This is an optimization exercise on Yosys and OpenROAD, whose aim is small area, a short achievable clock period and few clock cycles, not a production implementation. Function was checked by simulation only, so behaviour that the tests miss may differ from the original.

## flow/design.v (module list and top-level ports; edited modules follow where they fit)
// module lin_engine: 279 lines
// module lin_fle: 16 lines
// module lin_fmul: 102 lines
// module lin_mul24: 1027 lines
// module lin_fadd: 100 lines
// module lin_inc23: 10 lines
// module lin_align: 19 lines
// module lin_lzc28: 36 lines
// module lin_ksadd: 32 lines
module lin_engine (
    input  wire         clk,
    input  wire         rst,
    input  wire         start,
    input  wire [23:0]  code,
    input  wire [2:0]   rng,
    input  wire         general,
    input  wire         poly,
    input  wire [3:0]   nx,
    input  wire [1:0]   nt,
    input  wire [31:0]  temp,
    input  wire         temp_old,
    input  wire [767:0] coef,
    input  wire [31:0]  xmin,
    input  wire [31:0]  xmax,
    input  wire [31:0]  tmin,
    input  wire [31:0]  tmax,
    output reg          done,
    output wire [31:0]  y,
    output wire         extrap,
    output wire         nonfin
);
  // ...
==> flow/flow/run.sh <==
#!/bin/bash
# The standard layout, except that the port buffers are the smallest
# buffer cell (sky130_fd_sc_hd__buf_1) instead of the delay buffer that
# buffer_ports picks by default. Every port still gets its own buffer.
set -euo pipefail
bash standard.sh "BUFFER_PORTS_ARGS=-buffer_cell sky130_fd_sc_hd__buf_1" finish \
    > standard_flow.log 2>&1
==> flow/standard.sh <==
#!/bin/bash
# synth_recipe.tcl (not shown) runs the flow's synth.tcl, then flattens the netlist and writes it again
# the make line also repeats each setting of config.mk as NAME=value (left out here)
make -C /OpenROAD-flow-scripts/flow DESIGN_CONFIG=/design/flow/config.mk WORK_HOME=/design/flow/orfs CLKGATE_MAP_FILE= SYNTH_SCRIPT=/design/flow/synth_recipe.tcl "${@:-finish}"
==> flow/config.mk <==
export PLATFORM = sky130hd
export DESIGN_NAME = lin_engine
export DESIGN_NICKNAME = lin_engine
export VERILOG_FILES = /design/flow/design.v
export SDC_FILE = /design/flow/constraint.sdc
export NUM_CORES = 4
export LEC_CHECK = 0
export ABC_AREA = 1
export CAP_MARGIN = 20
export CORE_MARGIN = 2
export CORE_UTILIZATION = 40
export SLEW_MARGIN = 20
==> flow/constraint.sdc <==
create_clock -name core_clock -period 30.0 [get_ports {clk}]
set_input_delay 6.0000 -clock core_clock [delete_from_list [all_inputs] [get_ports {clk}]]
set_output_delay 6.0000 -clock core_clock [all_outputs]
set_load 0.01 [all_outputs]
==> flow_summary.ini, run 1 <==
[status]
status = finished clean

[synthesis]
synth_top_family_by_area = simple AND/OR/NAND/NOR gates
synth_edf_count = 314
netlist_instances = 11500
muxShareOfSynthArea_pct = 0.0829

[route]
via_count = 88600

[clock_tree]
htree_levels = 2
postCtsHoldBufs = 0
cts_root_buffer = clkbuf_16
cts_tree = built

[cells_and_area]
nets = 14000
regMostFlops = u_mul.F
largest_register_ffs = 48
final_cell_mix = nand2_1, inv_1, nor2_1

[critical_path]
worstSetupPathType = reg -> reg
cp_num_cells = 37
cpLargestDelayFamily = simple AND/OR/NAND/NOR gates
worstPathBufferInverterCount = 6
endpoint = pr[14]

[hold_path]
hp-class = reg -> reg

[global_route]
gr-usage-met2_pct = 67.9

[timing]
rsz0062_at_grt = no
fin_worst_skew_ns = 0.0334
period_share_pct = 40.5

[placed_design]
dpl.hpwl_um = 351000
io_buffer_count = 1001
Testbench counts, summed over its fixed seeds: cycles 7,007.
==> inputs of run 2 (changes only) <==
==> flow/run.sh (new file) <==
#!/bin/bash
# synth_recipe.tcl (not shown) runs the flow's synth.tcl, then flattens the netlist and writes it again
# the make line also repeats each setting of config.mk as NAME=value (left out here)
make -C /OpenROAD-flow-scripts/flow DESIGN_CONFIG=/design/flow/config.mk WORK_HOME=/design/flow/orfs CLKGATE_MAP_FILE= SYNTH_SCRIPT=/design/flow/synth_recipe.tcl finish
removed: flow/flow/run.sh
removed: flow/standard.sh
==> flow_summary.ini, run 2 <==
[clock_tree]
clk_latency_ns = 0.62
cts_tree = built
clk_path_buf_depth = 3
cts_root_buffer = clkbuf_16
cts_made_buffers = 36
htree_levels = 2
postCtsHoldBufs = 0
cts_setup_buffers = 0
post_cts_resized = 0
path_clk_slew_ns = 0.07
cts.sink_count = 317

[cells_and_area]
syn2layout_area_growth_pct = 18.4
finalNonFillerCells = 14600
largest_register_ffs = 48
regMostFlops = u_mul.F
final_common_cell = nand2_1
drive_gt1_share_pct = 3.98
nets = 14000
final_cell_mix = nand2_1, inv_1, nor2_1

[synthesis]
syn_avg_cell_area_um2 = 6.32
synth.most_common_cell = nand2_1
synthTopCellsByCount = nand2_1, inv_1, nor2_1, o21ai_0, nand3_1
synth_fa_ha_area_share_pct = 21.0
synth_xor_area_share_pct = 3.32
synth_seq_area_share_pct = 13.1
synth.area.top_cells = fa_1, nand2_1, edfxtp_1
synth_compound_area_share_pct = 19.9
synth_top_area_share_pct = 13.7
synth-simple-area-share_pct = 29.1
synth_edf_count = 314
muxShareOfSynthArea_pct = 0.0829
yosys_warnings = 11
async_flop_share_pct = 0
syn-cell-area_um2 = 72400
yosysTopAreaCell = fa_1
synth_ff_type = edfxtp_1
synth_top_family_by_area = simple AND/OR/NAND/NOR gates
synth_seq_cells = 317
netlist_instances = 11500
synth_cell_type_count = 84

[critical_path]
cpMaxStageDelayCell = nand2_1
cp_max_fo = 37
cp_data_arrival_time_ns = 12.87
worstSetupPathType = in -> reg
cpLargestDelayFamily = simple AND/OR/NAND/NOR gates
cpMostUsedCell = inv_1
max_stage_delay_ns = 0.76
start_kind = input port
crit_path_end_kind = flop
worstPathBufferInverterCount = 10
cp.required_ns = 30.34

[route]
first_pass_iters = 20
drtIter0Drc = 12200
finalWirelength_um = 433000
drc = 0
vias_per_cell = 6.08
wire_per_inst_um = 29.7
ant_nets = 0
via_count = 88600

[timing]
fin_worst_skew_ns = 0.0271
layout_min_cycle_time_ns = 12.52
tightest_slew_ns = 1.24
hold_viol_final = 0
rsz0062_at_grt = no
finalSetupTns_ns = 0
finalMaxSlewViolations = 0
period_share_pct = 41.7
clock.fmax_mhz = 79.8
setup_viol = 0
relSlewSlack_pct = 16.7

[global_route]
grt_pass1_vias = 84900
grt.busiest_layer = met2
track_usage_pct = 45.1
grtUsageMet3_pct = 15.0
grt_start_max_net_pins = 164
antenna_found_initial = 53
met1_usage_pct = 51.8
overflow = 0
gr-usage-met2_pct = 68.2
grt_pass1_wl_um = 604000

[placed_design]
dpl.hpwl_um = 351000
dp.cells = 14400
io_buffer_count = 1001
place.gp.congestion = 1.12

[floorplanning]
num_rows = 156
die_area_um2 = 184000
fp.coreArea_um2 = 180000
die_x_um = 429
pin_count = 1002
die_h_um = 429
initial_utilization_pct = 40.2

[job]
drv_cap = 0

[status]
status = finished clean

[hold_path]
hp-class = reg -> reg
==> run 2: cell counts after synthesis <==
No cell type changed its count.
==> run 2: routing by layer <==
| metal | vias up | wire length [µm] |
|---|---|---|
| met2 | 6291 | 185000 |
| met5 | - | 284 |
| met1 | 41700 | 151000 |
| met3 | 1647 | 52800 |
| met4 | 24 | 43400 |
| li1 | 38900 | - |
==> run 2: worst register-to-register path: cells and delay by family (launching register included) <==
| kind | cells | cell delay (ns) |
|---|---|---|
| AND/OR/NAND/NOR | 34 | 6.19 |
| adder cells (fa/ha/maj) | 4 | 1.05 |
| flip-flops | 1 | 0.90 |
| AO/OA/AOI/OAI | 6 | 1.74 |
| XOR/XNOR | 2 | 0.33 |
| buffers and inverters | 6 | 1.46 |
==> run 2: worst paths after layout <==
path	slack [ns]	cells past startpoint	start	to
max	17.48	33	code[0]	pr[13]
min	0.58	2	x_r[9]	x_r[9]
max reg2reg	18.10	52	pr[25]	ma[24]
min reg2reg	0.58	2	x_r[9]	x_r[9]
==> run 2: cell type report <==
cell class	instances	area [µm²]
Antenna cell	71	178
Clock buffer	41	920
Timing Repair Buffer	1184	11400
Clock inverter	24	195
Sequential cell	317	9490
Tap cell	2370	2970
Fill cell	18600	94600
Inverter	1939	7300
Multi-Input combinational cell	8628	53300
==> run 2: logic make-up (layout without fill, tap and decap cells) <==
family / count (synthesis) / after routing
simple gates: 4982 / 4982
buf+inv: 2522 / 3188
compound gates: 2446 / 2446
fa+ha+maj: 918 / 918
flops: 317 / 317
xor+xnor: 274 / 274
mux: 6 / 6
other cells: 1 / 73
==> run 2: metrics by stage <==
stage          hold slack, ns  cell area (µm²)  util (%)  worst slack (ns)
3_3_place_gp            0.547            84500      46.8             16.90
6_report                0.584            85800      47.6             17.48
5_1_grt                 0.590            85700      47.5             16.86
4_1_cts                 0.577            85600      47.5             17.60
2_1_floorplan           0.483            72400         -             19.51
3_5_place_dp            0.562            84500      46.8             17.00
==> module lin_engine, before the edit <==
module lin_engine (
    input  wire         clk,
    input  wire         rst,
    input  wire         start,
    input  wire [23:0]  code,
    input  wire [2:0]   rng,
    input  wire         general,
    input  wire         poly,
    input  wire [3:0]   nx,
    input  wire [1:0]   nt,
    input  wire [31:0]  temp,
    input  wire         temp_old,
    input  wire [767:0] coef,
    input  wire [31:0]  xmin,
    input  wire [31:0]  xmax,
    input  wire [31:0]  tmin,
    input  wire [31:0]  tmax,
    output reg          done,
    output wire [31:0]  y,
    output wire         extrap,
    output wire         nonfin
);
    localparam [1:0] OP_P = 2'd0, OP_T = 2'd1, OP_W = 2'd2;
    reg        busy;
    reg [1:0]  t;           
    reg        ph;          
    reg        poly_r;
    reg [2:0]  nxe_r;
    reg [1:0]  nt_r;
    reg [2:0]  ci0, ci1;    
    reg [2:0]  si0, si1;    
    reg [31:0] ma, mb;      
    reg [31:0] pr;          
    reg [31:0] ad;          
    reg [31:0] x_r;
    reg [31:0] r1;          
    reg [31:0] y_r;         
    reg        ext_r, tnf_r;
    reg        a_init, a_last, a_final;
    reg        a_ld;        
    reg [1:0]  a_ldj;
    reg        s2_r;        
    reg [1:0]  a_j;
    wire [2:0] nxe = (nx > 4'd5) ? 3'd5 : nx[2:0];
    reg [31:0] fs;
    always @* begin
        if (!general) begin
            case (rng[1:0])
                2'd0:    fs = 32'h4000_0000;    
                2'd1:    fs = 32'h4080_0000;    
                2'd2:    fs = 32'h4100_0000;    
                default: fs = 32'h4180_0000;    
            endcase
        end else begin
            case (rng)
                3'd0:    fs = 32'h3CCC_CCCD;    
                3'd1:    fs = 32'h3DCC_CCCD;    
                3'd2:    fs = 32'h3F80_0000;    
                3'd3:    fs = 32'h4120_0000;    
                3'd4:    fs = 32'h41C8_0000;    
                3'd6:    fs = 32'h43C8_0000;    
                default: fs = 32'h457A_0000;    
            endcase
        end
    end
    wire       pow2 = !general || (rng == 3'd2);
    wire [2:0] fsk  = general ? 3'd0 : ({1'b0, rng[1:0]} + 3'd1);
    wire        code_neg = code[23];
    wire [23:0] code_inv;
    lin_ksadd #(.W(24)) u_cneg (.a(~code), .b(24'd0), .cin(1'b1), .s(code_inv));
    wire [23:0] code_mag = code_neg ? code_inv : code;
    wire [4:0]  code_lz;
    lin_lzc28 u_clz (.x({code_mag, 4'b1111}), .z(code_lz));
    wire [23:0] code_norm = code_mag << code_lz;
    wire        code_z = (code_mag == 24'd0);
    wire [31:0] code_f = code_z ? 32'd0
                       : {code_neg, 8'd150 - {3'd0, code_lz}, code_norm[22:0]};
    wire [31:0] code_p = code_z ? 32'd0
                       : {code_neg, (8'd150 + {5'd0, fsk}) - {3'd0, code_lz},
                          code_norm[22:0]};
    wire [22:0] dr   = pr[22:0] + 23'd1;             
    wire        da2  = (pr[22:1] == 22'h3F_FFFF);    
    wire [30:0] dmag = da2 ? {pr[30:23] - 8'd22, 22'd0, pr[0]}
                           : ({pr[30:23] - 8'd23, dr} + {30'd0, dr[22]});
    wire [31:0] div_out = (pr[30:0] == 31'd0) ? {pr[31], 31'd0}
                                              : {pr[31], dmag};
    wire [31:0] mul_y, add_y;
    wire        m_need, stall;
    lin_fmul u_mul (.clk(clk), .rst(rst), .need(m_need), .a(ma), .b(mb),
                    .y(mul_y), .stall(stall));
    lin_fadd u_add (.a(pr), .b(ad), .pass_b(a_init), .y(add_y));
    wire [31:0] res = add_y;
    function [4:0] prog(input [1:0] n, input s2, input ln, input [2:0] c);
        begin
            prog = 5'b00000;
            if (s2) begin
                if (!ln) begin
                    case (c)
                        3'd0: prog = {1'b1, OP_P, 2'd3};
                        3'd1: prog = {1'b1, OP_T, 2'd2};
                        3'd2: prog = {1'b1, OP_W, 2'd0};
                        3'd3: prog = {1'b1, OP_T, 2'd1};
                        3'd4: prog = {1'b1, OP_W, 2'd0};
                        3'd5: prog = {1'b1, OP_T, 2'd0};
                        default: ;
                    endcase
                end else begin
                    case (c)
                        3'd0: prog = {1'b1, OP_P, 2'd2};
                        3'd1: prog = {1'b1, OP_P, 2'd1};
                        3'd2: prog = {1'b1, OP_P, 2'd0};
                        default: ;
                    endcase
                end
            end else if (!ln) begin
                case (n)
                    2'd0: case (c)
                        3'd0: prog = {1'b1, OP_P, 2'd0};
                        default: ;
                    endcase
                    2'd1: case (c)
                        3'd0: prog = {1'b1, OP_P, 2'd1};
                        3'd1: prog = {1'b1, OP_T, 2'd0};
                        default: ;
                    endcase
                    2'd2: case (c)
                        3'd0: prog = {1'b1, OP_P, 2'd2};
                        3'd1: prog = {1'b1, OP_T, 2'd1};
                        3'd2: prog = {1'b1, OP_W, 2'd0};
                        3'd3: prog = {1'b1, OP_T, 2'd0};
                        default: ;
                    endcase
                    default: case (c)
                        3'd0: prog = {1'b1, OP_P, 2'd1};
                        3'd1: prog = {1'b1, OP_P, 2'd3};
                        3'd2: prog = {1'b1, OP_T, 2'd2};
                        3'd3: prog = {1'b1, OP_T, 2'd1};
                        3'd4: prog = {1'b1, OP_T, 2'd0};
                        default: ;
                    endcase
                endcase
            end else begin
                case (n)
                    2'd1: if (c == 3'd0) prog = {1'b1, OP_P, 2'd0};
                    2'd2: if (c == 3'd0) prog = {1'b1, OP_P, 2'd1};
                          else if (c == 3'd1) prog = {1'b1, OP_P, 2'd0};
                    2'd3: if (c == 3'd0) prog = {1'b1, OP_P, 2'd0};
                          else if (c == 3'd1) prog = {1'b1, OP_P, 2'd2};
                    default: ;
                endcase
            end
        end
    endfunction
    wire [2:0] m_ci = ph ? ci1 : ci0;
    wire [2:0] m_si = ph ? si1 : si0;
    wire [4:0] m_op = prog(nt_r, s2_r, ph, m_ci);
    wire       m_v  = m_op[4] & poly_r;
    wire [1:0] m_ty = m_op[3:2];
    wire [1:0] m_j  = m_op[1:0];
    wire       m_p  = (m_ty == OP_P);
    wire       m_t  = (m_ty == OP_T);
    wire       m_w  = (m_ty == OP_W);
    wire       m_last = m_t || (m_p ? (m_si == nxe_r) : (m_si == nxe_r - 3'd2));
    wire       m_ld   = ph && (((nt_r == 2'd2) && (m_ci == 3'd0) && (nxe_r != 3'd0)) ||
                               (s2_r && (m_ci != 3'd2)));
    wire [1:0] m_ldj  = (s2_r && (m_ci == 3'd0)) ? 2'd1 : 2'd0;
    wire       m_skip = !ph && (nxe_r[2:1] == 2'd0) &&
                        (((nt_r == 2'd2) && (m_ci == 3'd1)) ||
                         (s2_r && ((m_ci == 3'd1) || (m_ci == 3'd3))));
    assign m_need = busy && ((t == 2'd1) || (m_v && !(m_p && m_si == 3'd0)));
    wire [4:0] n_op = prog(nt_r, s2_r, ~ph, ph ? ci0 : ci1);
    wire       n_t  = n_op[4] && (n_op[3:2] == OP_T);
    wire       n_w  = n_op[4] && (n_op[3:2] == OP_W);
    wire       s2   = (nt == 2'd3) && ((nxe == 3'd1) || (nxe == 3'd2));
    wire [1:0] j0   = s2 ? 2'd3 : (nt == 2'd2) ? 2'd2 : {1'b0, nt[0]};
    wire [2:0] cblk = nxe_r - m_si;
    wire [4:0] cidx = !busy ? {nxe, j0} :                
                      a_ld  ? {nxe_r, a_ldj} : {cblk, m_j};
    wire [31:0] coef_sel = coef[cidx*32 +: 32];
    wire       m_byp = (nt_r != 2'd3) || (m_j == 2'd2) || s2_r;
    wire le_xmin, le_xmax, le_tmin, le_tmax;
    lin_fle u_le0 (.a(xmin),    .b(div_out), .le(le_xmin));
    lin_fle u_le1 (.a(div_out), .b(xmax),    .le(le_xmax));
    lin_fle u_le2 (.a(tmin),    .b(temp),    .le(le_tmin));
    lin_fle u_le3 (.a(temp),    .b(tmax),    .le(le_tmax));
    wire x_out = !(le_xmin && le_xmax);
    wire t_out = (nt_r != 2'd0) && !(le_tmin && le_tmax);
    wire y_nf = (y_r[30:23] == 8'hFF);
    assign nonfin = poly_r & (tnf_r | y_nf);
    assign extrap = poly_r & (nonfin | ext_r);
    assign y      = (poly_r & (tnf_r | y_nf)) ? 32'h7FC0_0000 : y_r;
    always @(posedge clk) begin
        if (rst) begin
            busy <= 1'b0;
            done <= 1'b0;
        end else begin
            done <= 1'b0;
            if (!busy) begin
                if (start) begin
                    busy   <= 1'b1;
                    poly_r <= poly;
                    nxe_r  <= nxe;
                    nt_r   <= nt;
                    s2_r   <= s2;
                    ci1 <= 3'd0; si1 <= 3'd0;
                    a_j     <= j0;
                    a_last  <= poly && (nxe == 3'd0) && pow2;
                    a_final <= 1'b0;
                    a_ld    <= 1'b0;
                    ma <= code_f;
                    mb <= fs;
                    if (pow2) begin
                        t  <= 2'd2;
                        ph <= 1'b1;
                        pr <= code_p;
                        ad <= coef_sel;
                        a_init  <= poly;
                        a_final <= poly && (nxe == 3'd0) && (nt == 2'd0);
                        if (nxe == 3'd0) begin ci0 <= 3'd1; si0 <= 3'd0; end
                        else             begin ci0 <= 3'd0; si0 <= 3'd1; end
                    end else begin
                        t  <= 2'd1;
                        ph <= 1'b0;
                        a_init <= 1'b0;
                        ci0 <= 3'd0; si0 <= 3'd0;
                    end
                end
            end else if (!stall) begin
                if (t != 2'd3) t <= t + 2'd1;
                ph <= ~ph;
                pr <= mul_y;
                ma <= a_ld ? coef_sel : res;
                mb <= n_w ? 32'h3F80_0000 :
                      n_t ? temp : ((t == 2'd2) ? div_out : x_r);
                if (t == 2'd2) begin
                    x_r   <= div_out;
                    ext_r <= temp_old | x_out | t_out;
                    tnf_r <= (temp[30:23] == 8'hFF);
                    if (!poly_r) begin
                        y_r  <= div_out;
                        done <= 1'b1;
                        busy <= 1'b0;
                    end
                end
                if (a_last && a_j == 2'd0) y_r <= res;
                if (a_last && a_j == 2'd1) r1 <= res;
                if (a_final) begin
                    y_r  <= res;
                    done <= 1'b1;
                    busy <= 1'b0;
                end
                a_init  <= m_v && m_p && (m_si == 3'd0);
                a_last  <= m_v && m_p && m_last;
                a_ld    <= m_v && m_p && m_last && m_ld;
                a_ldj   <= m_ldj;
                a_j     <= m_j;
                a_final <= m_v && (m_t ? (m_j == 2'd0)
                                       : (m_p && m_last && nt_r == 2'd0));
                if (m_t)
                    ad <= m_byp ? res : (m_j[0] ? r1 : y_r);
                else if (m_w)
                    ad <= 32'h8000_0000;
                else
                    ad <= coef_sel;
                if (m_v) begin
                    if (m_last) begin
                        if (ph) begin ci1 <= ci1 + 3'd1;
                                      si1 <= m_ld ? 3'd1 : 3'd0; end
                        else    begin ci0 <= ci0 + (m_skip ? 3'd2 : 3'd1);
                                      si0 <= 3'd0; end
                    end else begin
                        if (ph) si1 <= si1 + 3'd1;
                        else    si0 <= si0 + 3'd1;
                    end
                end
            end
        end
    end
endmodule
==> inputs of run 3 (changes only) <==
--- a/flow/design.v
+++ b/flow/design.v
@@ -42,2 +42,5 @@
     reg        s2_r;        
+    reg        s3_r;        
+    reg        a_park;      
+    reg        a_ldr;       
     reg [1:0]  a_j;
@@ -71,11 +74,14 @@
     wire [23:0] code_mag = code_neg ? code_inv : code;
+    wire [23:0] code_oc = code ^ {24{code_neg}};
     wire [4:0]  code_lz;
-    lin_lzc28 u_clz (.x({code_mag, 4'b1111}), .z(code_lz));
-    wire [23:0] code_norm = code_mag << code_lz;
-    wire        code_z = (code_mag == 24'd0);
+    lin_lzc28 u_clz (.x({code_oc, 4'b1111}), .z(code_lz));
+    wire        code_p2 = code_neg && ((~code[23:1] & code[22:0]) == 23'd0);
+    wire [23:0] code_norm = code_p2 ? 24'h80_0000 : (code_mag << code_lz);
+    wire [7:0]  code_e  = (code_p2 ? 8'd151 : 8'd150) - {3'd0, code_lz};
+    wire        code_z = (code == 24'd0);
     wire [31:0] code_f = code_z ? 32'd0
-                       : {code_neg, 8'd150 - {3'd0, code_lz}, code_norm[22:0]};
+                       : {code_neg, code_e, code_norm[22:0]};
     wire [31:0] code_p = code_z ? 32'd0
-                       : {code_neg, (8'd150 + {5'd0, fsk}) - {3'd0, code_lz},
-                          code_norm[22:0]};
+                       : {code_neg, ((code_p2 ? 8'd151 : 8'd150) + {5'd0, fsk})
+                                    - {3'd0, code_lz}, code_norm[22:0]};
     wire [22:0] dr   = pr[22:0] + 23'd1;             
@@ -92,6 +98,24 @@
     wire [31:0] res = add_y;
-    function [4:0] prog(input [1:0] n, input s2, input ln, input [2:0] c);
+    function [4:0] prog(input [1:0] n, input s2, input s3, input ln,
+                        input [2:0] c);
         begin
             prog = 5'b00000;
-            if (s2) begin
+            if (s3) begin
+                if (!ln) begin
+                    case (c)
+                        3'd0: prog = {1'b1, OP_P, 2'd3};
+                        3'd1: prog = {1'b1, OP_T, 2'd2};
+                        3'd2: prog = {1'b1, OP_P, 2'd0};
+                        default: ;
+                    endcase
+                end else begin
+                    case (c)
+                        3'd0: prog = {1'b1, OP_P, 2'd2};
+                        3'd1: prog = {1'b1, OP_P, 2'd1};
+                        3'd2: prog = {1'b1, OP_T, 2'd1};
+                        3'd3: prog = {1'b1, OP_T, 2'd0};
+                        default: ;
+                    endcase
+                end
+            end else if (s2) begin
                 if (!ln) begin
@@ -155,3 +179,3 @@
     wire [2:0] m_si = ph ? si1 : si0;
-    wire [4:0] m_op = prog(nt_r, s2_r, ph, m_ci);
+    wire [4:0] m_op = prog(nt_r, s2_r, s3_r, ph, m_ci);
     wire       m_v  = m_op[4] & poly_r;
@@ -164,4 +188,5 @@
     wire       m_ld   = ph && (((nt_r == 2'd2) && (m_ci == 3'd0) && (nxe_r != 3'd0)) ||
-                               (s2_r && (m_ci != 3'd2)));
-    wire [1:0] m_ldj  = (s2_r && (m_ci == 3'd0)) ? 2'd1 : 2'd0;
+                               (s2_r && (m_ci != 3'd2)) || (s3_r && (m_ci == 3'd0)));
+    wire [1:0] m_ldj  = ((s2_r || s3_r) && (m_ci == 3'd0)) ? 2'd1 : 2'd0;
+    wire       m_ldr  = s3_r && ph && (m_ci == 3'd1);
     wire       m_skip = !ph && (nxe_r[2:1] == 2'd0) &&
@@ -170,7 +195,8 @@
     assign m_need = busy && ((t == 2'd1) || (m_v && !(m_p && m_si == 3'd0)));
-    wire [4:0] n_op = prog(nt_r, s2_r, ~ph, ph ? ci0 : ci1);
+    wire [4:0] n_op = prog(nt_r, s2_r, s3_r, ~ph, ph ? ci0 : ci1);
     wire       n_t  = n_op[4] && (n_op[3:2] == OP_T);
     wire       n_w  = n_op[4] && (n_op[3:2] == OP_W);
-    wire       s2   = (nt == 2'd3) && ((nxe == 3'd1) || (nxe == 3'd2));
-    wire [1:0] j0   = s2 ? 2'd3 : (nt == 2'd2) ? 2'd2 : {1'b0, nt[0]};
+    wire       s2   = (nt == 2'd3) && (nxe == 3'd1);
+    wire       s3   = (nt == 2'd3) && (nxe[2:1] != 2'd0);
+    wire [1:0] j0   = (s2 || s3) ? 2'd3 : (nt == 2'd2) ? 2'd2 : {1'b0, nt[0]};
     wire [2:0] cblk = nxe_r - m_si;
@@ -179,3 +205,4 @@
     wire [31:0] coef_sel = coef[cidx*32 +: 32];
-    wire       m_byp = (nt_r != 2'd3) || (m_j == 2'd2) || s2_r;
+    wire       m_byp = (nt_r != 2'd3) || (m_j == 2'd2) || s2_r || (s3_r && m_j == 2'd0);
+    wire       m_yr  = !m_j[0] || s3_r;
     wire le_xmin, le_xmax, le_tmin, le_tmax;
@@ -204,2 +231,5 @@
                     s2_r   <= s2;
+                    s3_r   <= s3;
+                    a_park <= 1'b0;
+                    a_ldr  <= 1'b0;
                     ci1 <= 3'd0; si1 <= 3'd0;
@@ -231,3 +261,3 @@
                 pr <= mul_y;
-                ma <= a_ld ? coef_sel : res;
+                ma <= a_ld ? coef_sel : a_ldr ? r1 : res;
                 mb <= n_w ? 32'h3F80_0000 :
@@ -244,4 +274,4 @@
                 end
-                if (a_last && a_j == 2'd0) y_r <= res;
-                if (a_last && a_j == 2'd1) r1 <= res;
+                if (a_last && (a_j == 2'd0 || (a_j == 2'd1 && s3_r))) y_r <= res;
+                if ((a_last && a_j == 2'd1 && !s3_r) || a_park) r1 <= res;
                 if (a_final) begin
@@ -255,2 +285,4 @@
                 a_ldj   <= m_ldj;
+                a_ldr   <= m_v && m_p && m_last && m_ldr;
+                a_park  <= m_v && m_t && s3_r && (m_j == 2'd2);
                 a_j     <= m_j;
@@ -259,3 +291,3 @@
                 if (m_t)
-                    ad <= m_byp ? res : (m_j[0] ? r1 : y_r);
+                    ad <= m_byp ? res : (m_yr ? y_r : r1);
                 else if (m_w)
==> flow/flow/run.sh (new file) <==
#!/bin/bash
# The standard layout, except that the port buffers are the smallest
# buffer cell (sky130_fd_sc_hd__buf_1) instead of the delay buffer that
# buffer_ports picks by default. Every port still gets its own buffer.
set -euo pipefail
bash standard.sh "BUFFER_PORTS_ARGS=-buffer_cell sky130_fd_sc_hd__buf_1" finish \
    > standard_flow.log 2>&1
==> flow/standard.sh (new file) <==
#!/bin/bash
# synth_recipe.tcl (not shown) runs the flow's synth.tcl, then flattens the netlist and writes it again
# the make line also repeats each setting of config.mk as NAME=value (left out here)
make -C /OpenROAD-flow-scripts/flow DESIGN_CONFIG=/design/flow/config.mk WORK_HOME=/design/flow/orfs CLKGATE_MAP_FILE= SYNTH_SCRIPT=/design/flow/synth_recipe.tcl "${@:-finish}"
removed: flow/run.sh
==> flow_summary.ini, run 3 <==
[status]
status = finished clean

[synthesis]
synthTopCellsByCount = nand2_1, inv_1, nor2_1, o21ai_0, nand3_1
syn_avg_cell_area_um2 = 6.29
yosysTopAreaCell = nand2_1
netlist_instances = 11600
synth.area.top_cells = nand2_1, fa_1, edfxtp_1
synth_seq_cells = 320
syn-cell-area_um2 = 73200
synth_seq_area_share_pct = 13.1
async_flop_share_pct = 0
synth_top_area_share_pct = 13.7
synth.most_common_cell = nand2_1
synth_ff_type = edfxtp_1
synth_edf_count = 317
yosys_warnings = 11
synth_cell_type_count = 83

[global_route]
overflow = 0
grt_start_max_net_pins = 165
antenna_found_initial = 90
grt_pass1_vias = 83500
grt_pass1_wl_um = 615000
track_usage_pct = 46.0

[cells_and_area]
nets = 14200
multi_input_area_um2 = 53900
n_fill_cell = 19700
largest_register_ffs = 48
finish.instance_area_um2 = 80900
final_common_cell = nand2_1
final_cell_mix = nand2_1, inv_1, nor2_1
regMostFlops = u_mul.F
drive_gt1_share_pct = 4.18
seq_area_um2 = 9580
syn2layout_area_growth_pct = 10.6
finalNonFillerCells = 14800

[timing]
clock.fmax_mhz = 79.9
finalMaxSlewViolations = 0
period_share_pct = 41.7
relSlewSlack_pct = 7.39
hold_ws_ns = 0.575
hold_viol_final = 0
layout_min_cycle_time_ns = 12.51
tightest_slew_ns = 1.38
rsz0062_at_grt = no
fin_worst_skew_ns = 0.0321
setup_viol = 0
finalSetupTns_ns = 0

[route]
drtIter0Drc = 12900
ant_nets = 0
vias_per_cell = 6.10
drc = 0
wire_per_inst_um = 30.1
wl_met2_um = 183000
dr_wl_met3_um = 58000
wl_met1_um = 169000
finalWirelength_um = 446000
highest_layer = met5
first_pass_iters = 10
via_count = 90500

[critical_path]
worstPathBufferInverterCount = 5
cp_data_arrival_time_ns = 13.00
cp.required_ns = 30.49
cpMaxStageDelayCell = o21ai_0
start_kind = flop
crit_path_end_kind = flop
max_stage_delay_ns = 0.78
cpLargestDelayFamily = simple AND/OR/NAND/NOR gates
cp_max_fo = 20
cpMostUsedCell = nand2_1
worstSetupPathType = reg -> reg

[clock_tree]
cts_made_buffers = 42
htree_levels = 2
clk_path_buf_depth = 3
path_clk_slew_ns = 0.06
cts_setup_buffers = 0
postCtsHoldBufs = 0
cts.sink_count = 320
clk_latency_ns = 0.64
cts_tree = built
post_cts_resized = 0
cts_root_buffer = clkbuf_16

[floorplanning]
fp.coreArea_um2 = 182000
num_rows = 157
die_h_um = 432
die_area_um2 = 186000
pin_count = 1002
initial_utilization_pct = 40.1
die_x_um = 432

[placed_design]
io_buffer_count = 1001
dpl.hpwl_um = 363000
place.gp.congestion = 1.17
place_area_um2 = 79200
dp.cells = 14600

[hold_path]
hp-class = reg -> reg

[job]
drv_cap = 0
## run 3: cell count changes after synthesis, sizes merged, moves of 19 or more
| cell | change |
|---|---|
| nor3 | +19 |
| inv | +44 |
| nand3 | +47 |
| a21oi | +59 |
| nand2 | +35 |
## run 3: logic make-up after synthesis
kind of cell / after synthesis / share of synthesized area [%]
adder cells (fa/ha/maj): 920 / 20.8
multiplexers: 8 / 0.109
XOR/XNOR: 276 / 3.35
AND/OR/NAND/NOR: 5053 / 29.1
AO/OA/AOI/OAI: 2492 / 20.0
flip-flops: 320 / 13.1
other: 1 / 0.00512
buffers and inverters: 2569 / 13.5
## run 3: cell type report
class                      count  share of cell area (%)
antenna                      113                   0.349
clock buffer                  48                    1.35
clock inverter                28                   0.376
inverter                    1986                    9.24
multi-input combinational   8751                    66.6
sequential                   320                    11.8
tap                         2385                    3.69
timing repair buffer        1201                    6.56
## run 3: final timing paths
path / cells past startpoint / endpoint / slack [ns] / from
worst max-delay path: 40 / pr[6] / 17.49 / ma[26]
worst min-delay path: 2 / x_r[5] / 0.58 / x_r[5]
worst max register to register: 40 / pr[6] / 17.49 / ma[26]
worst min register to register: 2 / x_r[5] / 0.58 / x_r[5]
## run 3: per-layer routing
metal / track usage, % / up-vias
li1: - / 39500
met1: 58.5 / 43200
met2: 65.7 / 6510
met3: 14.3 / 1190
met4: 32.4 / 24
met5: 0 / -
## run 3: worst reg2reg max path, delay by kind of cell, from the launching register on
kind | cells | cell delay, ns
compound gates | 6 | 1.82
xor+xnor | 1 | 0.55
fa+ha+maj | 7 | 3.51
simple gates | 21 | 4.53
flops | 1 | 0.60
buf+inv | 5 | 1.36
## run 3: metrics by stage
step | utilization, % | setup slack [ns]
2_1_floorplan | - | 19.32
3_3_place_gp | 43.4 | 17.03
3_5_place_dp | 43.4 | 17.12
4_1_cts | 44.2 | 17.76
5_1_grt | 44.3 | 16.98
6_report | 44.3 | 17.49
Testbench counts of run 3, summed over its fixed seeds: cycles 6,783.
==> module lin_fmul, before the edit <==
module lin_fmul (
    input  wire        clk,
    input  wire        rst,
    input  wire        need,     
    input  wire [31:0] a,
    input  wire [31:0] b,
    output wire [31:0] y,
    output wire        stall
);
    wire        sa = a[31];
    wire        sb = b[31];
    wire [7:0]  ea = a[30:23];
    wire [7:0]  eb = b[30:23];
    wire [22:0] fa = a[22:0];
    wire [22:0] fb = b[22:0];
    wire a_nan  = (ea == 8'hFF) && (fa != 23'd0);
    wire b_nan  = (eb == 8'hFF) && (fb != 23'd0);
    wire a_inf  = (ea == 8'hFF) && (fa == 23'd0);
    wire b_inf  = (eb == 8'hFF) && (fb == 23'd0);
    wire a_zero = (a[30:0] == 31'd0);
    wire b_zero = (b[30:0] == 31'd0);
    wire sy     = sa ^ sb;
    wire special = (ea == 8'hFF) || (eb == 8'hFF) || a_zero || b_zero;
    wire [8:0] esum = {1'b0, ea} + {1'b0, eb};
    wire slow = !special && ((ea == 8'd0) || (eb == 8'd0) || (esum < 9'd128));
    wire [23:0] ma = {ea != 8'd0, fa};
    wire [23:0] mb = {eb != 8'd0, fb};
    wire [47:0] prod;
    lin_mul24 u_m (.a(ma), .b(mb), .p(prod));
    wire        top  = prod[47];
    wire [22:0] b1 = prod[46:24];
    wire        r1 = prod[23] & ((|prod[22:0]) | prod[24]);
    wire [22:0] b0 = prod[45:23];
    wire        r0 = prod[22] & ((|prod[21:0]) | prod[23]);
    wire [22:0] i1, i0;
    wire        c1, c0;
    lin_inc23 u_i1 (.x(b1), .y(i1), .all1(c1));
    lin_inc23 u_i0 (.x(b0), .y(i0), .all1(c0));
    wire [9:0]  e0  = {1'b0, esum} - 10'd127;
    wire [9:0]  e1  = {1'b0, esum} - 10'd126;
    wire [9:0]  e2  = {1'b0, esum} - 10'd125;
    wire [22:0] frac = top ? (r1 ? i1 : b1) : (r0 ? i0 : b0);
    wire [9:0]  e    = top ? ((r1 & c1) ? e2 : e1) : ((r0 & c0) ? e1 : e0);
    wire [32:0] mag  = {e, frac};
    wire        ovf  = (e >= 10'd255);
    reg  [31:0] fast_y;
    always @* begin
        if (a_nan || b_nan || (a_inf && b_zero) || (b_inf && a_zero))
            fast_y = 32'h7FC0_0000;
        else if (a_inf || b_inf)
            fast_y = {sy, 8'hFF, 23'd0};
        else if (a_zero || b_zero)
            fast_y = {sy, 31'd0};
        else if (ovf)
            fast_y = {sy, 8'hFF, 23'd0};
        else
            fast_y = {sy, mag[30:0]};
    end
    reg               fbusy;
    reg        [47:0] F;
    reg signed [10:0] FE;
    wire f_left  = !F[47] && (FE > 11'sd1);
    wire f_right = (FE < 11'sd1);
    wire f_rdy   = fbusy && !f_left && !f_right;
    wire [7:0]  f_exp  = F[47] ? FE[7:0] : 8'd0;
    wire [22:0] f_frac = F[46:24];
    wire        f_g    = F[23];
    wire        f_s    = |F[22:0];
    wire        f_rup  = f_g & (f_s | f_frac[0]);
    wire [30:0] f_mag  = {f_exp, f_frac} + {30'd0, f_rup};
    assign stall = need && slow && !f_rdy;
    assign y     = f_rdy ? {sy, f_mag} : fast_y;
    always @(posedge clk) begin
        if (rst || !stall) begin
            fbusy <= 1'b0;
        end else if (!fbusy) begin
            fbusy <= 1'b1;
            F     <= prod;
            FE    <= $signed({3'b000, (ea == 8'd0) ? 8'd1 : ea})
                   + $signed({3'b000, (eb == 8'd0) ? 8'd1 : eb}) - 11'sd126;
        end else if (f_left) begin
            if (F[47:40] == 8'd0 && FE > 11'sd8) begin
                F  <= {F[39:0], 8'd0};
                FE <= FE - 11'sd8;
            end else begin
                F  <= {F[46:0], 1'b0};
                FE <= FE - 11'sd1;
            end
        end else if (f_right) begin
            if (FE < -11'sd48) begin
                F  <= {47'd0, |F};
                FE <= 11'sd1;
            end else if (FE < -11'sd6) begin
                F  <= {8'd0, F[47:9], |F[8:0]};
                FE <= FE + 11'sd8;
            end else begin
                F  <= {1'b0, F[47:2], |F[1:0]};
                FE <= FE + 11'sd1;
            end
        end
    end
endmodule
==> inputs of run 4 (changes only) <==
--- a/flow/design.v
+++ b/flow/design.v
@@ -32,2 +32,3 @@
     reg [31:0] ma, mb;      
+    reg        ma_h, mb_h;  
     reg [31:0] pr;          
@@ -95,2 +96,3 @@
     lin_fmul u_mul (.clk(clk), .rst(rst), .need(m_need), .a(ma), .b(mb),
+                    .ha(ma_h), .hb(mb_h),
                     .y(mul_y), .stall(stall));
@@ -240,3 +242,5 @@
                     ma <= code_f;
+                    ma_h <= !code_z;
                     mb <= fs;
+                    mb_h <= 1'b1;
                     if (pow2) begin
@@ -262,2 +266,6 @@
                 ma <= a_ld ? coef_sel : a_ldr ? r1 : res;
+                ma_h <= a_ld ? (coef_sel[30:23] != 8'd0) :
+                        a_ldr ? (r1[30:23] != 8'd0) : (res[30:23] != 8'd0);
+                mb_h <= n_w ? 1'b1 : n_t ? (temp[30:23] != 8'd0) :
+                        (t == 2'd2) ? (div_out[30:23] != 8'd0) : (x_r[30:23] != 8'd0);
                 mb <= n_w ? 32'h3F80_0000 :
@@ -333,2 +341,4 @@
     input  wire [31:0] b,
+    input  wire        ha,       
+    input  wire        hb,       
     output wire [31:0] y,
@@ -351,5 +361,5 @@
     wire [8:0] esum = {1'b0, ea} + {1'b0, eb};
-    wire slow = !special && ((ea == 8'd0) || (eb == 8'd0) || (esum < 9'd128));
-    wire [23:0] ma = {ea != 8'd0, fa};
-    wire [23:0] mb = {eb != 8'd0, fb};
+    wire slow = !special && (!ha || !hb || (esum < 9'd128));
+    wire [23:0] ma = {ha, fa};
+    wire [23:0] mb = {hb, fb};
     wire [47:0] prod;
@@ -405,4 +415,4 @@
             F     <= prod;
-            FE    <= $signed({3'b000, (ea == 8'd0) ? 8'd1 : ea})
-                   + $signed({3'b000, (eb == 8'd0) ? 8'd1 : eb}) - 11'sd126;
+            FE    <= $signed({3'b000, ha ? ea : 8'd1})
+                   + $signed({3'b000, hb ? eb : 8'd1}) - 11'sd126;
         end else if (f_left) begin
==> flow_summary.ini, run 4 <==
[clock_tree]
htree_levels = 2
cts.sink_count = 322
cts_root_buffer = clkbuf_16
postCtsHoldBufs = 0
post_cts_resized = 0
clk_latency_ns = 0.61
path_clk_slew_ns = 0.07
cts_setup_buffers = 0
cts_tree = built
clk_path_buf_depth = 3
cts_made_buffers = 40

[synthesis]
synth.most_common_cell = nand2_1
synth.area.top_cells = fa_1, nand2_1, edfxtp_1
synth_seq_cells = 322
synthTopCellsByCount = nand2_1, inv_1, nor2_1, o21ai_0, a21oi_1
synth_top_area_share_pct = 13.6
synth_cell_type_count = 93
async_flop_share_pct = 0
syn_avg_cell_area_um2 = 6.34
syn-cell-area_um2 = 73000
yosys_warnings = 11
synth_seq_area_share_pct = 13.2
yosysTopAreaCell = fa_1
synth_edf_count = 319
synth_ff_type = edfxtp_1
netlist_instances = 11500

[floorplanning]
fp.coreArea_um2 = 181000
die_h_um = 431
initial_utilization_pct = 40.3
pin_count = 1002
num_rows = 156
die_x_um = 431
die_area_um2 = 186000

[cells_and_area]
final_common_cell = nand2_1
regMostFlops = u_mul.F
nets = 14000
drive_gt1_share_pct = 4.20
finish.utilization_pct = 44.4
final_cell_mix = nand2_1, inv_1, nor2_1
syn2layout_area_growth_pct = 10.1
finalNonFillerCells = 14600
n_fill_cell = 19400
largest_register_ffs = 48

[critical_path]
worstReg2RegStart = pr[24]
cp.required_ns = 30.43
start_kind = flop
cpMaxStageDelayCell = edfxtp_1
worstSetupPathType = reg -> reg
cp_data_arrival_time_ns = 12.61
startpoint = pr[24]
rrSetupSlack_ns = 17.82
rr_worst_depth = 52
r2r_end = ma[24]
cpMostUsedCell = nand2_1
max_stage_delay_ns = 0.66
crit_path_end_kind = flop
cp_max_fo = 32

[timing]
rsz0062_at_grt = no
fin_worst_skew_ns = 0.0353
finalMaxSlewViolations = 0
period_share_pct = 40.6
clock.fmax_mhz = 82.1
layout_min_cycle_time_ns = 12.18
setup_viol = 0
hold_viol_final = 0
finalSetupTns_ns = 0
relSlewSlack_pct = 6.40
tightest_slew_ns = 1.39
postLayoutSetupSlackWorst_ns = 17.82

[hold_path]
hold_start = x_r[15]
hold_path_end = x_r[15]
hp-class = reg -> reg
min_path_cells = 2

[placed_design]
io_buffer_count = 1001
dpl.hpwl_um = 365000
dp_slack_ns = 17.40
dp.cells = 14500
place.gp.congestion = 1.17

[global_route]
antenna_found_initial = 104
track_usage_pct = 46.1
grt_start_max_net_pins = 100
overflow = 0
grt_pass1_wl_um = 617000
grt_pass1_vias = 83000

[status]
status = finished clean

[route]
first_pass_iters = 8
via_count = 89600
wire_per_inst_um = 30.5
vias_per_cell = 6.13
finalWirelength_um = 447000
drtIter0Drc = 12600
ant_nets = 0
drc = 0

[job]
drv_cap = 0
run 4: worst max-delay path: cells and delay by family (launching register included):
family | cells | cell delay (ns)
buffers and inverters | 9 | 2.12
adder cells (fa/ha/maj) | 5 | 1.42
flip-flops | 1 | 0.66
AO/OA/AOI/OAI | 9 | 2.28
XOR/XNOR | 2 | 0.62
AND/OR/NAND/NOR | 27 | 4.89
run 4: cell families after synthesis:
| logic type | after synthesis | share of synthesized area (%) |
|---|---|---|
| multiplexers | 6 | 0.0823 |
| adder cells (fa/ha/maj) | 920 | 20.9 |
| AO/OA/AOI/OAI | 2537 | 20.6 |
| flip-flops | 322 | 13.2 |
| XOR/XNOR | 267 | 3.24 |
| AND/OR/NAND/NOR | 4928 | 28.6 |
| other | 1 | 0.00514 |
| buffers and inverters | 2530 | 13.4 |
run 4: metal layers:
| layer | track usage (%) | wire (µm) | vias up |
|---|---|---|---|
| met5 | 0 | 412 | - |
| met4 | 33.1 | 38800 | 50 |
| met3 | 13.9 | 57100 | 1297 |
| met2 | 66.9 | 184000 | 6279 |
| met1 | 57.8 | 166000 | 42900 |
| li1 | - | - | 39100 |
run 4: worst max path at each step:
stage,slack (ns),endpoint
final,17.82,ma[24]
after global placement,17.40,pr[27]
after detailed placement,17.40,pr[27]
after global routing,17.31,pr[27]
after CTS,18.04,pr[27]
after floorplan,19.13,pr[27]
run 4: area by class of cell:
cell class,instances,area (µm²),area share [%]
diodes,70,175,0.218
clock buffers,47,1050,1.30
clock inverters,26,330,0.411
inverters,1949,7340,9.13
multi-input cells,8660,53700,66.8
flip-flops and latches,322,9640,12.0
well taps,2370,2970,3.69
repair buffers,1183,5150,6.41
run 4: through the flow:
stage               hold WS (ns)  cell area (µm²)
floorplan                  0.526            73000
global placement           0.548            78700
detailed placement         0.555            78800
CTS                        0.571            80200
global route               0.582            80300
finish                     0.571            80400
Testbench counts of run 4, summed over its fixed seeds: cycles 6,783.
==> inputs of run 5 (changes only) <==
--- a/flow/design.v
+++ b/flow/design.v
@@ -75,5 +75,6 @@
     wire [23:0] code_mag = code_neg ? code_inv : code;
-    wire [23:0] code_oc = code ^ {24{code_neg}};
-    wire [4:0]  code_lz;
-    lin_lzc28 u_clz (.x({code_oc, 4'b1111}), .z(code_lz));
+    wire [4:0]  code_lzp, code_lzn;
+    lin_lzc28 u_clzp (.x({code, 4'b1111}), .z(code_lzp));
+    lin_lzc28 u_clzn (.x({~code, 4'b1111}), .z(code_lzn));
+    wire [4:0]  code_lz = code_neg ? code_lzn : code_lzp;
     wire        code_p2 = code_neg && ((~code[23:1] & code[22:0]) == 23'd0);
==> flow_summary.ini, run 5 <==
[timing]
tightest_slew_ns = 1.38
setup_viol = 0
finalMaxSlewViolations = 0
period_share_pct = 38.8
clock.fmax_mhz = 85.9
fin_worst_skew_ns = 0.0390
hold_ws_ns = 0.652
finalSetupTns_ns = 0
layout_min_cycle_time_ns = 11.65
relSlewSlack_pct = 6.94
rsz0062_at_grt = no
hold_viol_final = 0

[floorplanning]
die_area_um2 = 187000
pin_count = 1002
die_x_um = 433
num_rows = 157
initial_utilization_pct = 40.2
die_h_um = 433
fp.coreArea_um2 = 183000

[clock_tree]
clk_path_buf_depth = 3
cts.sink_count = 322
path_clk_slew_ns = 0.06
postCtsHoldBufs = 0
cts_made_buffers = 36
htree_levels = 2
post_cts_resized = 0
cts_root_buffer = clkbuf_16
cts_setup_buffers = 0
cts_tree = built
clk_latency_ns = 0.61

[job]
drv_cap = 0

[synthesis]
synth.area.top_cells = nand2_1, fa_1, edfxtp_1
syn_avg_cell_area_um2 = 6.35
async_flop_share_pct = 0
synth_top_family_by_area = simple AND/OR/NAND/NOR gates
synth_cell_type_count = 95
syn-cell-area_um2 = 73600
muxShareOfSynthArea_pct = 0.0680
synth_ff_type = edfxtp_1
synth_top_area_share_pct = 13.7
synth_fa_ha_area_share_pct = 20.7
synthTopCellsByCount = nand2_1, inv_1, nor2_1, o21ai_0, a21oi_1
synth_compound_area_share_pct = 20.6
synth-simple-area-share_pct = 28.9
yosysTopAreaCell = nand2_1
synth_xor_area_share_pct = 3.21
netlist_instances = 11600
synth_edf_count = 319
synth_seq_area_share_pct = 13.1
synth_seq_cells = 322
synth.most_common_cell = nand2_1
yosys_warnings = 11

[route]
finalWirelength_um = 455000
via_count = 90100
wire_per_inst_um = 30.6
ant_nets = 0
drtIter0Drc = 11500
first_pass_iters = 9
drc = 0
vias_per_cell = 6.07

[hold_path]
hold_start = ci1[0]
hold_path_end = ci1[0]
min_path_cells = 1
hp-class = reg -> reg

[critical_path]
cp_data_arrival_time_ns = 11.97
cpMostUsedCell = nand2_1
cpMaxStageDelayCell = nor3_1
cp.required_ns = 30.33
rr_worst_depth = 40
r2r_end = pr[0]
rrSetupSlack_ns = 18.35
start_kind = flop
worstSetupPathType = reg -> reg
cp_max_fo = 25
max_stage_delay_ns = 1.01
crit_path_end_kind = flop
worstReg2RegStart = ma[1]

[placed_design]
dpl.hpwl_um = 370000
place.gp.congestion = 1.13
dp.cells = 14700
io_buffer_count = 1001
place_area_um2 = 79500

[cells_and_area]
nets = 14100
n_fill_cell = 19800
syn2layout_area_growth_pct = 10.0
final_cell_mix = nand2_1, inv_1, nor2_1
final_common_cell = nand2_1
regMostFlops = u_mul.F
drive_gt1_share_pct = 4.72
finalNonFillerCells = 14800
finish.instance_area_um2 = 81000
largest_register_ffs = 48

[global_route]
antenna_found_initial = 101
overflow = 0
grt_pass1_vias = 85100
grt_pass1_wl_um = 627000
grt_start_max_net_pins = 166
track_usage_pct = 46.8

[status]
status = finished clean
## run 5: final cells by class
cell class                      instances  area, µm²  area share, %
Clock buffer                           44        931           1.15
Clock inverter                         19        221          0.274
Timing Repair Buffer                 1181       5170           6.38
Tap cell                             2464       3080           3.81
Antenna cell                          120        300          0.371
Inverter                             1958       7380           9.11
Sequential cell                       322       9640           11.9
Multi-Input combinational cell       8735      54200           67.0
## run 5: worst max path at each step
stage               depth (start not counted)     start     end
global route                               63    ad[26]    ma_h
finish                                     40     ma[1]   pr[0]
detailed placement                         22  code[15]  pr[26]
global placement                           22  code[15]  pr[26]
CTS                                        59    ad[26]    ma_h
floorplan                                   6    rng[0]   ad[0]
## run 5: logic make-up after synthesis
logic type,after synthesis
buffers and inverters,2535
AOI/OAI and AO/OA,2551
other,1
xor gates and xnor gates,268
muxes,5
and+or+nand+nor,4989
adders and majority gates,920
DFF,322
## run 5: metal layers
layer,track usage [%],vias up,routed length [µm]
met3,11.9,1684,46700
met1,51.7,42900,155000
met2,70.9,6024,194000
met5,0,-,262
met4,49.6,40,58200
li1,-,39400,-
## run 5: per-stage QoR
| step | util [%] | setup WS, ns |
|---|---|---|
| 6_report | 44.3 | 18.35 |
| 5_1_grt | 44.2 | 17.61 |
| 4_1_cts | 44.1 | 18.60 |
| 3_5_place_dp | 43.5 | 18.18 |
| 3_3_place_gp | 43.4 | 18.12 |
| 2_1_floorplan | - | 19.91 |
## run 5: worst max-delay path: cells and delay by family, from the launching register on
kind                       cells  cell delay (ns)
adders and majority gates      7             3.40
DFF                            1             0.32
and+or+nand+nor               15             3.43
xor gates and xnor gates       1             0.47
buffers and inverters          7             1.30
AOI/OAI and AO/OA             10             2.36
Testbench counts of run 5, summed over its fixed seeds: cycles 6,783.
==> module lin_align, before the edit <==
module lin_align (
    input  wire [23:0] m,
    input  wire [7:0]  d,
    output wire [26:0] z
);
    wire [4:0]  dc = (d > 8'd27) ? 5'd27 : d[4:0];
    wire [26:0] r  = {m, 3'b000} >> dc;
    wire [23:0] mr;
    genvar i;
    generate
        for (i = 0; i < 24; i = i + 1) begin : g_rev
            assign mr[i] = m[23 - i];
        end
    endgenerate
    wire [4:0]  tz;                      
    lin_lzc28 u_tz (.x({mr, 4'b1111}), .z(tz));
    wire        st = (m != 24'd0) && ({3'd0, tz} + 8'd3 < d);
    assign z = {r[26:1], r[0] | st};
endmodule
==> inputs of run 6 (changes only) <==
--- a/flow/design.v
+++ b/flow/design.v
@@ -1582,4 +1582,4 @@
 );
-    wire [4:0]  dc = (d > 8'd27) ? 5'd27 : d[4:0];
-    wire [26:0] r  = {m, 3'b000} >> dc;
+    wire        big = (d[7:5] != 3'd0);
+    wire [26:0] r  = ({m, 3'b000} >> d[4:0]) & {27{~big}};
     wire [23:0] mr;
==> flow_summary.ini, run 6 <==
[floorplanning]
initial_utilization_pct = 40.3
fp.coreArea_um2 = 183000
die_area_um2 = 188000
pin_count = 1002
die_h_um = 433
die_x_um = 433
num_rows = 157

[status]
status = finished clean

[cells_and_area]
final_cell_mix = nand2_1, inv_1, nor2_1
syn2layout_area_growth_pct = 10.1
finish.utilization_pct = 44.4
nets = 14400
regMostFlops = u_mul.F
drive_gt1_share_pct = 3.55
largest_register_ffs = 48
final_common_cell = nand2_1

[route]
via_count = 90900
drc = 0
finalWirelength_um = 450000
vias_per_cell = 6.03
ant_nets = 0
first_pass_iters = 9
drtIter0Drc = 11400
wire_per_inst_um = 29.8

[placed_design]
dpl.hpwl_um = 359000
dp_slack_ns = 18.28
io_buffer_count = 1001
place.gp.congestion = 1.16

[timing]
finalSetupTns_ns = 0
hold_viol_final = 0
rsz0062_at_grt = no
clock.fmax_mhz = 87.9
tightest_slew_ns = 1.31
setup_viol = 0
postLayoutSetupSlackWorst_ns = 18.62
finalMaxSlewViolations = 0
period_share_pct = 37.9
hold_ws_ns = 0.574
layout_min_cycle_time_ns = 11.38
relSlewSlack_pct = 12.1
fin_worst_skew_ns = 0.0318

[synthesis]
synth_seq_cells = 322
netlist_instances = 11900
yosysTopAreaCell = nand2_1
synth_cell_type_count = 87
yosys_warnings = 11
async_flop_share_pct = 0
synth_top_area_share_pct = 15.0
synth.area.top_cells = nand2_1, fa_1, edfxtp_1
synth_seq_area_share_pct = 13.1
synthTopCellsByCount = nand2_1, inv_1, nor2_1, o21ai_0, nand3_1
syn-cell-area_um2 = 73800
synth_edf_count = 319
syn_avg_cell_area_um2 = 6.22
synth_ff_type = edfxtp_1
synth.most_common_cell = nand2_1

[critical_path]
start_kind = input port
cp_max_fo = 107
cpMaxStageDelayCell = buf_4
path_cells = buf_1, nor2_1, inv_1, nor2_1, inv_1, nor2_1, nand2_1, nand3_1, o21ai_0, nand2_4, buf_4, buf_4, o21ai_0, o22ai_1, o211ai_1, nand2_1, a32o_1, inv_1, a221oi_1
cpLargestDelayFamily = compound AO/OA/AOI/OAI gates
crit_path_end_kind = flop
cp.required_ns = 30.41
max_stage_delay_ns = 0.77
worstSetupPathType = in -> reg
cp_data_arrival_time_ns = 11.79
worstPathBufferInverterCount = 6

[global_route]
grt_pass1_wl_um = 625000
track_usage_pct = 46.3
overflow = 0
grt_start_max_net_pins = 154
antenna_found_initial = 106
grt_pass1_vias = 86300

[job]
drv_cap = 0

[clock_tree]
cts_made_buffers = 38
clk_latency_ns = 0.60
cts_root_buffer = clkbuf_16
post_cts_resized = 0
cts_tree = built
htree_levels = 2
cts.sink_count = 322
postCtsHoldBufs = 0
clk_path_buf_depth = 3
cts_setup_buffers = 0
path_clk_slew_ns = 0.07

[hold_path]
hp-class = reg -> reg
==> run 6: changes by cell type in the layout (fill, tap and decap cells not counted), sizes merged, moves of 26 or more <==
cell | previous run | this run
xor2 | 227 | 197
a21oi | 595 | 564
nand2 | 2739 | 2995
inv | 1946 | 2007
o21ai | 1135 | 1109
diode | 120 | 72
nand3 | 573 | 643
==> run 6: area by class of cell <==
type                            instances  area [µm²]
Clock inverter                         22         151
Fill cell                           20000      102000
Multi-Input combinational cell       8943       54400
Tap cell                             2464        3080
Timing Repair Buffer                 1188        5190
Antenna cell                           72         180
Inverter                             2022        7610
Clock buffer                           45         998
Sequential cell                       322        9640
==> run 6: path summary, 6_finish.rpt <==
check	cells past startpoint	start	slack (ns)	to
setup / recovery	19	nx[2]	18.62	ma[0]
hold reg to reg	2	x_r[18]	0.57	x_r[18]
hold / removal	2	x_r[18]	0.57	x_r[18]
setup reg to reg	46	pr[24]	18.67	ad[8]
==> run 6: stage by stage <==
step                instances  area [µm²]
floorplan               11900       73800
global route            15000       81100
CTS                     15000       81000
finish                  15100       81200
detailed placement      14900       79800
global placement        14900       79800
==> run 6: cells by family after synthesis <==
kind of cell | Yosys count | share of synthesized area (%)
buffers and inverters | 2592 | 13.4
AO/OA/AOI/OAI | 2464 | 19.7
multiplexers | 9 | 0.122
XOR/XNOR | 256 | 3.06
AND/OR/NAND/NOR | 5294 | 30.0
adder cells (fa/ha/maj) | 918 | 20.6
other | 1 | 0.00508
flip-flops | 322 | 13.1
==> run 6: per-layer routing <==
layer / up-vias / global-route usage (%) / share of wire [%]
met1: 43200 / 53.0 / 36
met4: 56 / 41.0 / 11
met2: 6004 / 68.5 / 42
met5: - / 1.80 / 0.14
met3: 1648 / 15.6 / 12
li1: 40100 / - / -
==> run 6: tightest hold or removal path, delay by kind of cell, from the launching register on <==
family	cells	cell delay, ns
AO/OA/AOI/OAI	1	0.08
AND/OR/NAND/NOR	1	0.05
flip-flops	1	0.32
Testbench counts of run 6, summed over its fixed seeds: cycles 6,783.

-- what the ideal ports hide --
Ports are ideal in the flow. The routed layouts listed here were re-timed in OpenROAD.
Step 1 (the two cells are an assumption about what drives the block):
set clk [get_ports {clk}]
set_driving_cell -lib_cell sky130_fd_sc_hd__clkbuf_16 $clk
set_driving_cell -lib_cell sky130_fd_sc_hd__buf_2 [delete_from_list [all_inputs] $clk]
Step 2 moves the port delays by t, midway between the first and last clock arrival at a register: inputs arrive t later, outputs are due t later. That takes back most of the time a late clock gives input paths.
Slacks: ideal ports / drivers / drivers and shift; pairs: ideal ports / drivers.
| run | t, ns | slack for setup (ns) | clock arrival spread, ns | worst register clock-pin slew, ns | worst slew at a driven data input, ns |
|---|---|---|---|---|---|
| run 1 | 0.700 | 17.847 / 17.847 / 17.445 | 0.034 / 0.034 | 0.08 / 0.08 | 0.29 |
| run 2 | 0.689 | 17.476 / 17.535 / 16.847 | 0.027 / 0.027 | 0.07 / 0.07 | 0.27 |
| run 3 | 0.699 | 17.489 / 17.489 / 16.987 | 0.032 / 0.032 | 0.07 / 0.07 | 0.36 |
| run 4 | 0.663 | 17.824 / 17.824 / 17.242 | 0.035 / 0.035 | 0.07 / 0.07 | 0.52 |
| run 5 | 0.663 | 18.354 / 18.354 / 17.847 | 0.039 / 0.040 | 0.07 / 0.07 | 0.28 |
| run 6 | 0.653 | 18.620 / 18.662 / 18.008 | 0.032 / 0.031 | 0.07 / 0.07 | 0.41 |
After both steps every run listed still meets setup and hold. The setup slack of run 2, which loses most, moves by +0.059 ns with the drivers and by -0.629 ns with both steps.
